What follows belongs to an exercise in optimizing a design on an open flow for small area, a short achievable clock period and few clock cycles per item; a production flow would make more cautious choices. In this exercise RTL edits were held to simulation tests only and were not proved equivalent to the original.

[config.mk]
export PLATFORM = sky130hd
export DESIGN_NAME = qarea
export DESIGN_NICKNAME = qarea
export VERILOG_FILES = /design/flow/design.v
export SDC_FILE = /design/flow/constraint.sdc
export NUM_CORES = 4
export LEC_CHECK = 0
export CAP_MARGIN = 20
export CORE_MARGIN = 2
export CORE_UTILIZATION = 40
export PLACE_DENSITY = 0.6
export SLEW_MARGIN = 20
[design.v]
module qarea (
    input  wire        clk,
    input  wire        rst,
    input  wire        in_valid,
    output wire        in_ready,
    input  wire [33:0] in_h,
    input  wire [32:0] in_d,
    input  wire [33:0] in_dy,
    input  wire [32:0] in_ua,
    input  wire [32:0] in_ub,
    output reg         out_valid,
    output reg  [24:0] out_q,
    output reg         out_part
);
    localparam [3:0] S_IDLE = 4'd0, S_P1 = 4'd1, S_C0 = 4'd2, S_C1 = 4'd3,
                     S_C2 = 4'd4, S_C3 = 4'd5, S_MUL = 4'd6, S_DIV = 4'd7,
                     S_RND = 4'd8, S_OUT = 4'd9;
    reg [3:0]  state;
    reg [5:0]  cnt;
    reg [1:0]  kcls;         
    reg [33:0] h;
    reg [33:0] dy;
    reg [32:0] dr;           
    reg [32:0] uar;          
    reg [6:0]  wr;           
    reg [45:0] A;
    reg [45:0] T;
    reg        aovf, asgn;
    reg [66:0] B;
    reg [92:0] R;
    reg        cmp, up, wmode, flat, lneg;
    assign in_ready = (state == S_IDLE) || (state == S_OUT);
    wire [32:0] D   = dr;                        
    wire [45:0] M   = {7'd0, D, 6'd0};
    wire [45:0] D32 = {8'd0, D, 5'd0};
    wire [33:0] s   = dy[33] ? (~dy + 34'd1) : dy;
    wire [45:0] hx  = {{12{h[33]}}, h};
    wire [45:0] dyx = {{12{dy[33]}}, dy};
    wire bitD = dr[32];
    wire bitU = uar[32];
    reg  [45:0] x1, x2, x3;
    reg         cin;
    reg  [1:0]  fcase;       
    reg         gbig;        
    always @(*) begin
        x1 = A; x2 = T; x3 = 46'd0; cin = 1'b0;
        case (state)
            S_P1: begin
                x1 = {A[44:0], 1'b0};
                x2 = bitD ? hx : 46'd0;
                x3 = bitU ? dyx : 46'd0;
            end
            S_C1: begin x1 = M; x2 = ~A; cin = 1'b1; end
            S_C2: begin x1 = T; x2 = ~M; cin = 1'b1; end
            S_C3: begin
                case (fcase)
                    2'd0: begin x1 = A; x2 = T; end
                    2'd1: begin x1 = T; x2 = 46'd0; end
                    2'd2: begin x1 = M; x2 = ~A; cin = 1'b1; end
                    default: begin x1 = T; x2 = ~D32; cin = 1'b1; end
                endcase
            end
            default: ;   
        endcase
    end
    wire [45:0] asum = x1 + x2 + x3 + {45'd0, cin};
    wire        asum_z  = (asum == 46'd0);
    wire        asum_le = asum[45] | asum_z;
    always @(*) fcase = {gbig, lneg};
    wire [45:0] tsum = {T[44:0], 1'b0} + (wr[6] ? dyx : 46'd0);
    wire [66:0] bsum = {B[65:0], 1'b0} + (bitD ? {33'd0, s} : 67'd0);
    wire        mbit = wmode ? wr[6] : T[45];
    wire [92:0] rsum = {R[91:0], 1'b0} + (mbit ? {41'd0, A[40:0], 11'd0} : 93'd0);
    wire [67:0] dtop = (state == S_RND) ? {R[91:25], 1'b0} : R[91:24];
    wire [68:0] ddif = {1'b0, dtop} - {2'd0, B};
    wire        take = ~ddif[68];
    wire        dz   = (ddif[67:0] == 68'd0);
    wire [24:0] full = {wr, 18'd0};
    wire [24:0] qr   = R[24:0];
    wire [24:0] res  = cmp ? (full + ~qr + {24'd0, ~up}) : (qr + {24'd0, up});
    wire        part = (res != 25'd0) && (res != full);
    wire [6:0]  in_w  = in_ub[6:0] - in_ua[6:0];
    wire        in_k0 = (in_d[32:8] == 25'd0);
    wire        in_k1 = (in_d[32:16] == 17'd0);
    wire [6:0]  in_hcl = in_h[33] ? 7'd0 : (in_h[32:6] != 27'd0) ? 7'd64 : {1'b0, in_h[5:0]};
    wire        accept = in_valid && in_ready;
    always @(posedge clk) begin
        if (rst) begin
            state     <= S_IDLE;
            out_valid <= 1'b0;
        end else begin
            out_valid <= 1'b0;
            if (state == S_OUT) begin
                out_q     <= res;
                out_part  <= part;
                out_valid <= 1'b1;
                state     <= S_IDLE;
            end
            if (accept) begin
                h    <= in_h;
                dy   <= in_dy;
                wr   <= in_w;
                A    <= 46'd0;
                T    <= 46'd0;
                B    <= 67'd0;
                R    <= 93'd0;
                aovf <= 1'b0;
                cmp  <= 1'b0;
                up   <= 1'b0;
                if (in_k0) begin
                    kcls <= 2'd0;
                    dr   <= {in_d[7:0], 25'd0};
                    uar  <= {in_ua[7:0], 25'd0};
                    cnt  <= 6'd7;
                end else if (in_k1) begin
                    kcls <= 2'd1;
                    dr   <= {in_d[15:0], 17'd0};
                    uar  <= {in_ua[15:0], 17'd0};
                    cnt  <= 6'd15;
                end else begin
                    kcls <= 2'd2;
                    dr   <= in_d;
                    uar  <= in_ua;
                    cnt  <= 6'd32;
                end
                if (in_dy == 34'd0) begin
                    flat  <= 1'b1;
                    wmode <= 1'b1;
                    A     <= {38'd0, in_hcl, 1'b0};
                    cnt   <= 6'd6;
                    state <= S_MUL;
                end else begin
                    flat  <= 1'b0;
                    wmode <= 1'b0;
                    state <= S_P1;
                end
            end else begin
                case (state)
                    S_P1: begin
                        dr  <= {dr[31:0], dr[32]};
                        uar <= {uar[31:0], 1'b0};
                        A   <= asum;
                        if (!aovf && (asum[45:43] != 3'b000) && (asum[45:43] != 3'b111)) begin
                            aovf <= 1'b1;
                            asgn <= asum[45];
                        end
                        B   <= bsum;
                        if (cnt < 6'd7) begin
                            T  <= tsum;
                            wr <= {wr[5:0], wr[6]};
                        end
                        cnt <= cnt - 6'd1;
                        if (cnt == 6'd0) state <= S_C0;
                    end
                    S_C0: begin
                        if (aovf) begin
                            cmp   <= ~asgn;
                            state <= S_OUT;
                        end else begin
                            if (dy[33]) begin
                                A <= asum;
                                T <= A;
                            end else begin
                                T <= asum;
                            end
                            state <= S_C1;
                        end
                    end
                    S_C1: begin
                        lneg <= A[45];
                        if (T[45] || (T == 46'd0)) begin
                            state <= S_OUT;              
                        end else if (asum_le) begin
                            cmp   <= 1'b1;               
                            state <= S_OUT;
                        end else begin
                            state <= S_C2;
                        end
                    end
                    S_C2: begin
                        gbig  <= ~asum_le;
                        state <= S_C3;
                    end
                    S_C3: begin
                        A     <= asum;
                        state <= S_MUL;
                        case (fcase)
                            2'd0: begin              
                                wmode <= 1'b1;
                                cnt   <= 6'd6;
                                B     <= {34'd0, D};
                            end
                            2'd3: begin              
                                T     <= {1'b1, 45'd0};
                                cnt   <= 6'd7;
                                B     <= {33'd0, s};
                            end
                            default: begin           
                                cmp <= (fcase == 2'd2);
                                case (kcls)
                                    2'd0: begin T <= {asum[13:0], 32'd0}; cnt <= 6'd13; end
                                    2'd1: begin T <= {asum[21:0], 24'd0}; cnt <= 6'd21; end
                                    default: begin T <= {asum[38:0], 7'd0}; cnt <= 6'd38; end
                                endcase
                            end
                        endcase
                    end
                    S_MUL: begin
                        R <= rsum;
                        if (wmode) wr <= {wr[5:0], wr[6]};
                        else       T  <= {T[44:0], 1'b0};
                        cnt <= cnt - 6'd1;
                        if (cnt == 6'd0) begin
                            if (flat) state <= S_OUT;
                            else begin
                                cnt   <= 6'd24;
                                state <= S_DIV;
                            end
                        end
                    end
                    S_DIV: begin
                        R   <= take ? {ddif[67:0], R[23:0], 1'b1} : {dtop, R[23:0], 1'b0};
                        cnt <= cnt - 6'd1;
                        if (cnt == 6'd0) state <= S_RND;
                    end
                    S_RND: begin
                        up    <= take & (~dz | R[0]);
                        state <= S_OUT;
                    end
                    default: ;
                endcase
            end
        end
    end
endmodule
[constraint.sdc]
create_clock -name core_clock -period 15.0 [get_ports {clk}]
set_input_delay 3.0000 -clock core_clock [delete_from_list [all_inputs] [get_ports {clk}]]
set_output_delay 3.0000 -clock core_clock [all_outputs]
set_load 0.01 [all_outputs]
[run.sh]
#!/bin/bash
# synth_recipe.tcl (not shown) runs the flow's synth.tcl, then flattens the netlist and writes it again
# the make line also repeats each setting of config.mk as NAME=value (left out here)
make -C /OpenROAD-flow-scripts/flow DESIGN_CONFIG=/design/flow/config.mk WORK_HOME=/design/flow/orfs CLKGATE_MAP_FILE= SYNTH_SCRIPT=/design/flow/synth_recipe.tcl finish
==> summary.txt <==
Final #Nets 5,394; final weighted congestion in routability-driven placement ~1; critical register-to-register path startpoint state[2]; count of final setup violators 0; most repeated library cell on the critical path a21oi_1; total routed wirelength 163 mm; number of pins with negative max-slew slack in the final report 0; CTS tree done; post-synth net total between 5,000 and 6,000; insertion delay to the later sink of the worst-skew pair slightly above 0.7 ns; number of standard-cell rows in the floorplan ~120; initial DRC count around 5,100; count of hold-fix buffers inserted at cts 0; Top Family by Delay on Critical Path compound AO/OA/AOI/OAI gates; endpoint of the most critical setup path cmp; number of antenna violations at the first check in global routing 7; synth unique cells 100; clock root buffer master clkbuf_16; half-perimeter wire length after detailed placement between 100 and 150 mm; Util after Layout 0.454; pin count of the biggest net entering global routing 86; post-synthesis async set-or-reset flop share 0; total congestion overflow 0; sequential-to-total area share from yosys stat 0.322; Clock Path Buffers 3; detailed-router iteration count before antenna repair 6; synthesized cell area between 40,000 and 50,000 µm²; EDFF count, synth 434; total CTS buffers 57; cell count after synthesis about 4,900; instance area after placement approximately 44,000 µm²; Tmin final ~8.9 ns; CP bufs+invs 3; CP Capture Type register; antenna-violating nets left 0; number of maximum-capacitance violations 0; startpoint of the tightest hold check path uar[15]; Critical Path RT ~15 ns; measured slew at the worst slew-check pin ~1.2 ns; vias per std cell approximately 6.2; Sum Neg Setup Slack 0 ns; die extent in x roughly 320 µm; relative area change from synthesis to final layout 12.8%; cell depth of the worst flop-to-flop path 24; register clock-pin slew on the reported worst setup and hold paths ~0.060 ns; total DRC errors in the routed layout 0; CP Depth 24; number of levels the H-tree was split into 2; Num Clock Sinks approximately 440; number of global-route vias before repair 37,000; post-synthesis register bit count 439; data arrival time at the worst-slack endpoint about 9.3 ns; global-route wire length before repair between 200 and 250 mm; Hold Worst Slack 0.514 ns; final worst clock skew around 0.057 ns; type of the worst setup path register to register; count of instances resized after the clock tree is built 0; maximum cell stage delay along the critical path between 0.9 and 1 ns; startpoint of the worst setup timing path state[2]; worst reg2reg endpoint cmp; Hold Fails Final Rpt 0; number of warning messages in the yosys log 1; number of filler cells placed in the layout about 10,000; full die area ~100,000 µm²; highest-delay cell along the critical path dfxtp_1; worst reg-to-reg setup slack just over 6 ns; RSZ-0062 raised after global routing false; outcome complete, no violations; worst hold path class register to register; via count just under 40,000; post-CTS setup buffer count 0; count of boundary I/O pins around 200; I/O Buffers ~170; startpoint type of the worst setup path register; effective utilization at floorplan 0.402; remaining max-slew budget at the tightest pin 0.199; mean area per synthesized cell about 8.4 µm²; fraction of final layout cells sized beyond drive strength 1 0.0516; most instantiated flip-flop cell in the synthesis netlist edfxtp_1; Die Y between 300 and 400 µm; Highest Clock Rate around 110 MHz; cells traversed along the worst timing path nor2_1, a211oi_4, buf_4, nand2_1, buf_8, a21oi_1, a21oi_1, a2bb2oi_1, a21oi_1, fa_1, inv_1, ha_1, a211oi_1, o31ai_1, a22oi_1, a21oi_1, a31oi_1, o21ai_0, a21boi_0, o21ai_0, xnor2_1, nand4b_1, o21a_1, o21ai_0; final design area excluding fillers 46,000 µm²; average routed wire per standard cell between 20 and 30 µm; biggest fanout along the worst timing path 33; total routing resource utilization after global routing 0.303; floorplan core area a little over 100,000 µm²; Final Cycle Share 0.595
[flip-flops by register name, indices dropped and copies added, names as in the netlist, 6 cells and up]
register and count:
A 46, B 67, R 92, T 46, cnt 6, dr 33, dy 34, h 34
out_q 25, uar 33, wr 7
[cells by family after synthesis]
group	after synthesis	share of synthesized area
and+or+nand+nor	1671	0.196
AOI/OAI and AO/OA	1573	0.250
buffers and inverters	527	0.0489
DFF	439	0.322
xor gates and xnor gates	318	0.0683
adders and majority gates	306	0.103
muxes	45	0.0112
[routing by layer]
| layer | wire (µm) | up-vias | global-route usage |
|---|---|---|---|
| met4 | 8900 | 4 | 0.144 |
| met2 | 70600 | 2066 | 0.469 |
| met3 | 14800 | 427 | 0.0520 |
| met5 | 33 | - | 0 |
| li1 | - | 18200 | - |
| met1 | 68400 | 18800 | 0.411 |
[synth_stat cells, types with 88 or more instances]
master	count	area share
xnor2_1	174	0.037
o21ai_0	312	0.038
nand2_1	496	0.046
nor3_1	91	0.011
clkbuf_1	247	0.023
a21oi_1	473	0.058
nor2b_1	88	0.013
edfxtp_1	434	0.32
nand3_1	126	0.015
ha_1	254	0.078
a21o_1	137	0.025
inv_1	259	0.024
xor2_1	144	0.031
nor2_1	446	0.041
[area by class of cell]
type                       instances  area, µm²  share of cell area
multi-input combinational       3913      25800               0.562
sequential                       439      13100               0.285
timing repair buffer             247       2310              0.0502
tap                             1368       1710              0.0372
clock buffer                      65       1460              0.0316
inverter                         261        985              0.0214
clock inverter                    41        578              0.0126
antenna                            3       7.51            0.000163
[worst reg2reg max path: stages (launching register included)]
cell,delay (ns)
dfxtp_1,0.91
nor2_1,0.27
a211oi_4,0.25
buf_4,0.48
nand2_1,0.56
buf_8,0.33
a21oi_1,0.21
a21oi_1,0.06
a2bb2oi_1,0.15
a21oi_1,0.25
fa_1,0.44
inv_1,0.11
ha_1,0.25
a211oi_1,0.33
o31ai_1,0.21
a22oi_1,0.38
a21oi_1,0.22
a31oi_1,0.58
o21ai_0,0.39
a21boi_0,0.63
o21ai_0,0.22
xnor2_1,0.62
nand4b_1,0.18
o21a_1,0.26
o21ai_0,0.30
[stage by stage]
| step | setup WS [ns] | cells |
|---|---|---|
| after floorplan | 5.95 | 4879 |
| after global placement | 6.28 | 6226 |
| after detailed placement | 6.45 | 6227 |
| after CTS | 6.43 | 6333 |
| after global routing | 5.73 | 6334 |
| final | 6.08 | 6337 |
[cell usage in the layout, fill, tap and decap left out, drive strengths merged, types with 73 or more instances in the layout]
cell           netlist  final
nor3                91     91
clkdlybuf4s50        0    171
a21o               137    137
and2                83     83
nand3              126    126
edfxtp             434    434
a211oi              73     73
nand2              498    498
buf                 19     76
inv                261    263
ha                 254    254
xor2               144    144
o21ai              321    321
a21oi              483    483
nor2b               88     88
nor2               446    446
xnor2              174    174
[worst min path at each step]
stage | end | slack (ns) | cells after the start
finish | uar[16] | 0.51 | 2
global route | uar[16] | 0.53 | 2
CTS | uar[14] | 0.51 | 2
detailed placement | uar[14] | 0.50 | 2
global placement | uar[11] | 0.49 | 2
floorplan | lneg | 0.48 | 0
Testbench counts, summed over its fixed seeds: cycles 174,676, items 4,800.

-- port drivers added, routing unchanged --
Ports are ideal in the flow. The routed layout listed here was re-timed in OpenROAD. Step 1 (the two cells are an assumption about what drives the block):
set clk [get_ports {clk}]
set_driving_cell -lib_cell sky130_fd_sc_hd__clkbuf_16 $clk
set_driving_cell -lib_cell sky130_fd_sc_hd__buf_2 [delete_from_list [all_inputs] $clk]
Step 2 moves the port delays by t, midway between the first and last clock arrival at a register: inputs arrive t later, outputs are due t later. That takes back most of the time a late clock gives input paths. Three values: ideal, step 1, step 2; two values: the first two.
shift t [ns]: 0.756
setup WS [ns]: 6.079 / 6.079 / 6.079
clock arrival spread, ns: 0.057 / 0.057
cell pins on the clock port's net: 1
After both steps setup and hold are still met in this run. The setup slack of this run moves by 0.000 ns with the drivers and by 0.000 ns with both steps.
